Context: an optimization exercise on an open-source flow, tuned for small area, a short achievable clock period and few clock cycles per item. The choices shown serve that exercise and are no tape-out recipe.
At most, simulation tests tie the RTL to the original design; equivalence was not proved.

== tundra ==
==> module div_unit, before the edit <==
module div_unit (
    input  wire        clk,
    input  wire        rst,
    input  wire        start,
    input  wire [1:0]  op,       
    input  wire [63:0] a,        
    input  wire [63:0] b,        
    output wire        ready,
    output reg         done,
    output wire [63:0] quot,
    output wire [63:0] rem
);
    localparam S_IDLE = 3'd0, S_SIZE = 3'd1, S_ALIGN = 3'd2, S_ITER = 3'd3,
               S_FIX = 3'd4;
    reg [2:0]   state;
    reg [5:0]   count;           
    reg [64:0]  r;               
    reg [63:0]  z;               
    reg [63:0]  zm;              
    reg [64:0]  y;               
    reg         cin;             
    reg         g;               
    reg         first;           
    reg         an, bn;          
    reg         b0;              
    reg         imm;             
    reg         ovf32;           
    reg         dneg;            
    reg         qneg;            
    reg [6:0]   ma, mb;          
    wire last = (count == 6'd0);
    assign ready = (state == S_IDLE) | (state == S_FIX) | ((state == S_SIZE) & imm);
    assign quot  = z;
    assign rem   = r[63:0];
    wire        t_sgn = ~op[0];
    wire        t_w32 = op[1];
    wire [63:0] a_x  = t_w32 ? {{32{t_sgn & a[31]}}, a[31:0]} : a;
    wire [63:0] b_x  = t_w32 ? {{32{t_sgn & b[31]}}, b[31:0]} : b;
    wire        an_t = t_sgn & a_x[63];
    wire        bn_t = t_sgn & b_x[63];
    wire [63:0] s_t  = an_t ? {~a_x[62:0], 1'b1} : a_x;
    wire [63:0] u_t  = bn_t ? ~b_x : b_x;
    wire [3:0]  ga, gb;
    genvar gi;
    generate for (gi = 0; gi < 4; gi = gi + 1) begin : grp
        assign ga[gi] = |s_t[16*gi+15:16*gi];
        assign gb[gi] = |u_t[16*gi+15:16*gi];
    end endgenerate
    wire        b0_t  = ~|b_x;
    wire        imm_t = b0_t | (gb[3] & ~ga[3]) |
                        (gb[2] & ~|ga[3:2]) | (gb[1] & ~|ga[3:1]);
    wire        ovf_t = t_w32 & t_sgn & (a_x[31:0] == 32'h80000000) &
                        (b_x[31:0] == 32'hFFFFFFFF);
    function [6:0] msb7;
        input [63:0] v;
        reg [31:0] v5; reg [15:0] v4; reg [7:0] v3; reg [3:0] v2; reg [1:0] v1;
        begin
            msb7[6] = ~|v;
            msb7[5] = |v[63:32];
            v5 = msb7[5] ? v[63:32] : v[31:0];
            msb7[4] = |v5[31:16];
            v4 = msb7[4] ? v5[31:16] : v5[15:0];
            msb7[3] = |v4[15:8];
            v3 = msb7[3] ? v4[15:8] : v4[7:0];
            msb7[2] = |v3[7:4];
            v2 = msb7[2] ? v3[7:4] : v3[3:0];
            msb7[1] = |v2[3:2];
            v1 = msb7[1] ? v2[3:2] : v2[1:0];
            msb7[0] = v1[1];
            if (msb7[6]) msb7[5:0] = 6'h3f;
        end
    endfunction
    wire [64:0] a_h  = an ? {2'b11, ~zm[63:1]} : {1'b0, zm};
    wire [7:0]  k    = {ma[6], ma} - {mb[6], mb};
    wire [5:0]  ks   = k[5:0] | {6{k[6]}};
    wire [64:0] ush  = {1'b0, y[63:0]} << ks;
    wire [64:0] msk  = ~({65{1'b1}} << ks);
    wire [64:0] bsh  = ush | (msk & {65{bn}});
    wire        sub  = (an == bn);            
    wire [64:0] yo   = g ? y : ~y;
    wire        co   = g ? cin : ~cin;
    wire [65:0] tc   = {r, 1'b1} + {yo, co};     
    wire [64:0] t    = tc[65:1];
    wire        t0   = ((r ^ yo) == {r[63:0] | yo[63:0], co});
    wire        tg   = dneg ? (t[64] | t0) : ~t[64];
    always @(posedge clk) begin
        if (rst) begin
            state <= S_IDLE;
            done  <= 1'b0;
        end else begin
            done <= 1'b0;
            case (state)
                S_SIZE: begin
                    if (imm) begin
                        done  <= 1'b1;
                        state <= start ? S_SIZE : S_IDLE;
                    end else begin
                        state <= S_ALIGN;
                    end
                end
                S_ALIGN: begin
                    if (k[7]) begin
                        done  <= 1'b1;
                        state <= S_IDLE;
                    end else begin
                        state <= S_ITER;
                    end
                end
                S_ITER: if (last) state <= S_FIX;
                S_FIX: begin
                    done  <= 1'b1;
                    state <= start ? S_SIZE : S_IDLE;
                end
                default: if (start) state <= S_SIZE;
            endcase
        end
    end
    always @(posedge clk) begin
        if (ready) begin
            zm    <= s_t;
            y     <= {1'b0, u_t};
            an    <= an_t;
            bn    <= bn_t;
            b0    <= b0_t;
            imm   <= imm_t;
            ovf32 <= ovf_t;
        end
        case (state)
            S_SIZE: begin
                r  <= a_h;
                z  <= {64{b0}};
                ma <= msb7(zm);
                mb <= msb7(y[63:0]);
            end
            S_ALIGN: begin
                zm    <= 64'hFFFFFFFFFFFFFFFF;
                y     <= (sub ^ bn) ? ~bsh : bsh;
                cin   <= sub;
                g     <= 1'b1;
                first <= 1'b1;
                dneg  <= an;
                qneg  <= (an ^ bn) | ovf32;
                count <= ks;
            end
            S_ITER: begin
                r     <= t;
                g     <= tg;
                first <= 1'b0;
                if (!first) begin
                    z  <= (g & qneg) ? {zm[62:0], 1'b1} : {z[62:0], g};
                    zm <= {zm[62:0], ~g};
                end
                if (!last) begin
                    y     <= {y[64], y[64:1]};
                    count <= count - 6'd1;
                end
            end
            S_FIX: begin
                if (!g) r <= t;
                z <= (g & qneg) ? {zm[62:0], 1'b1} : {z[62:0], g};
            end
            default: ;
        endcase
    end
endmodule
make LEC_CHECK=0 CAP_MARGIN=20 CORE_MARGIN=2 CORE_UTILIZATION=40 SETUP_SLACK_MARGIN=5 SLEW_MARGIN=20 finish   # period 10.0 ns
run.sh (not shown) runs the stock make flow with config.mk's settings and CLKGATE_MAP_FILE= SYNTH_SCRIPT=/design/flow/synth_recipe.tcl, a recipe that flattens the netlist after the stock synthesis.
Both conditions hold for tundra: the flow ran to the end and the final layout passed the timing, design-rule and antenna checks.
Input changes introduced in indigo (baseline for comparison: tundra):
diff --git a/flow/design.v b/flow/design.v
--- a/flow/design.v
+++ b/flow/design.v
@@ -26,9 +26,9 @@
     reg         imm;             
     reg         ovf32;           
     reg         dneg;            
     reg         qneg;            
-    reg [6:0]   ma, mb;          
+    reg [7:0]   k;               
     wire last = (count == 6'd0);
     assign ready = (state == S_IDLE) | (state == S_FIX) | ((state == S_SIZE) & imm);
     assign quot  = z;
     assign rem   = r[63:0];
@@ -39,17 +39,19 @@
     wire        an_t = t_sgn & a_x[63];
     wire        bn_t = t_sgn & b_x[63];
     wire [63:0] s_t  = an_t ? {~a_x[62:0], 1'b1} : a_x;
     wire [63:0] u_t  = bn_t ? ~b_x : b_x;
-    wire [3:0]  ga, gb;
+    wire [7:0]  ga, gb;
     genvar gi;
-    generate for (gi = 0; gi < 4; gi = gi + 1) begin : grp
-        assign ga[gi] = |s_t[16*gi+15:16*gi];
-        assign gb[gi] = |u_t[16*gi+15:16*gi];
+    generate for (gi = 0; gi < 8; gi = gi + 1) begin : grp
+        assign ga[gi] = |s_t[8*gi+7:8*gi];
+        assign gb[gi] = |u_t[8*gi+7:8*gi];
     end endgenerate
+    wire [7:0]  gsa   = ga | {1'b0, ga[7:1]} | {2'b0, ga[7:2]} | {3'b0, ga[7:3]} |
+                        {4'b0, ga[7:4]} | {5'b0, ga[7:5]} | {6'b0, ga[7:6]} |
+                        {7'b0, ga[7]};
     wire        b0_t  = ~|b_x;
-    wire        imm_t = b0_t | (gb[3] & ~ga[3]) |
-                        (gb[2] & ~|ga[3:2]) | (gb[1] & ~|ga[3:1]);
+    wire        imm_t = b0_t | |(gb & ~gsa);
     wire        ovf_t = t_w32 & t_sgn & (a_x[31:0] == 32'h80000000) &
                         (b_x[31:0] == 32'hFFFFFFFF);
     function [6:0] msb7;
         input [63:0] v;
@@ -70,9 +72,11 @@
             if (msb7[6]) msb7[5:0] = 6'h3f;
         end
     endfunction
     wire [64:0] a_h  = an ? {2'b11, ~zm[63:1]} : {1'b0, zm};
-    wire [7:0]  k    = {ma[6], ma} - {mb[6], mb};
+    wire [6:0]  ma   = msb7(zm);
+    wire [6:0]  mb   = msb7(y[63:0]);
+    wire        ahi  = an & |(zm[63:1] & ~zm[62:0]);
     wire [5:0]  ks   = k[5:0] | {6{k[6]}};
     wire [64:0] ush  = {1'b0, y[63:0]} << ks;
     wire [64:0] msk  = ~({65{1'b1}} << ks);
     wire [64:0] bsh  = ush | (msk & {65{bn}});
@@ -128,10 +132,9 @@
         case (state)
             S_SIZE: begin
                 r  <= a_h;
                 z  <= {64{b0}};
-                ma <= msb7(zm);
-                mb <= msb7(y[63:0]);
+                k  <= {ma[6], ma} + ~{mb[6], mb} + {7'd0, ~ahi};
             end
             S_ALIGN: begin
                 zm    <= 64'hFFFFFFFFFFFFFFFF;
                 y     <= (sub ^ bn) ? ~bsh : bsh;
--- outcome ---
Synthesized area: indigo vs tundra up 0.48%
indigo leaves more setup margin than tundra.
Against tundra, indigo comes in 2.3% lower on aggregate routed wire length.
tundra → indigo: total routed wire length on the met1 layer saw a decrease; clock network area share saw a decrease.
[compare] base=tundra new=indigo: fmax has remained practically unchanged; worst-case reg-to-reg path depth now larger.
Status: quantity of hold-fixing buffers added after cts parity (indigo, tundra)
Compared with tundra, in indigo final area went down by 1.0%, count of unique library cells instantiated by Yosys down about 11%.
Testbench counts of indigo, summed over its fixed seeds: cycles 231,199, ops 24,000.
The RTL of tundra was laid out without a check of its function.

## re-timing with driven ports
How much do the figures lean on ideal ports? The routed layouts below were timed once more, with nothing changed but the port constraints.
Step 1 sets driving cells, clkbuf_16 on the clock port and buf_2 on the other inputs (assumed; they add their load-dependent delay and slew).
Step 2, shift: input delay + t, output delay - t, t = (earliest + latest rising clock arrival at the registers) / 2. This alone moves slack from input paths to output paths.
Slacks: ideal / step 1 / step 2; pairs: ideal / step 1.
run | shift t [ns] | setup WS [ns] | latest minus earliest clock arrival (ns) | worst slew at a driven data input, ns | pins driven straight from the clock port
tundra | 0.666 | 5.080 / 5.073 / 4.917 | 0.057 / 0.058 | 0.08 | 1
indigo | 0.662 | 5.085 / 5.085 / 4.647 | 0.031 / 0.032 | 0.07 | 1
After both steps setup and hold are still met in every run listed. The setup slack of indigo, which loses most, moves by 0.000 ns with the drivers and by -0.438 ns with both steps.
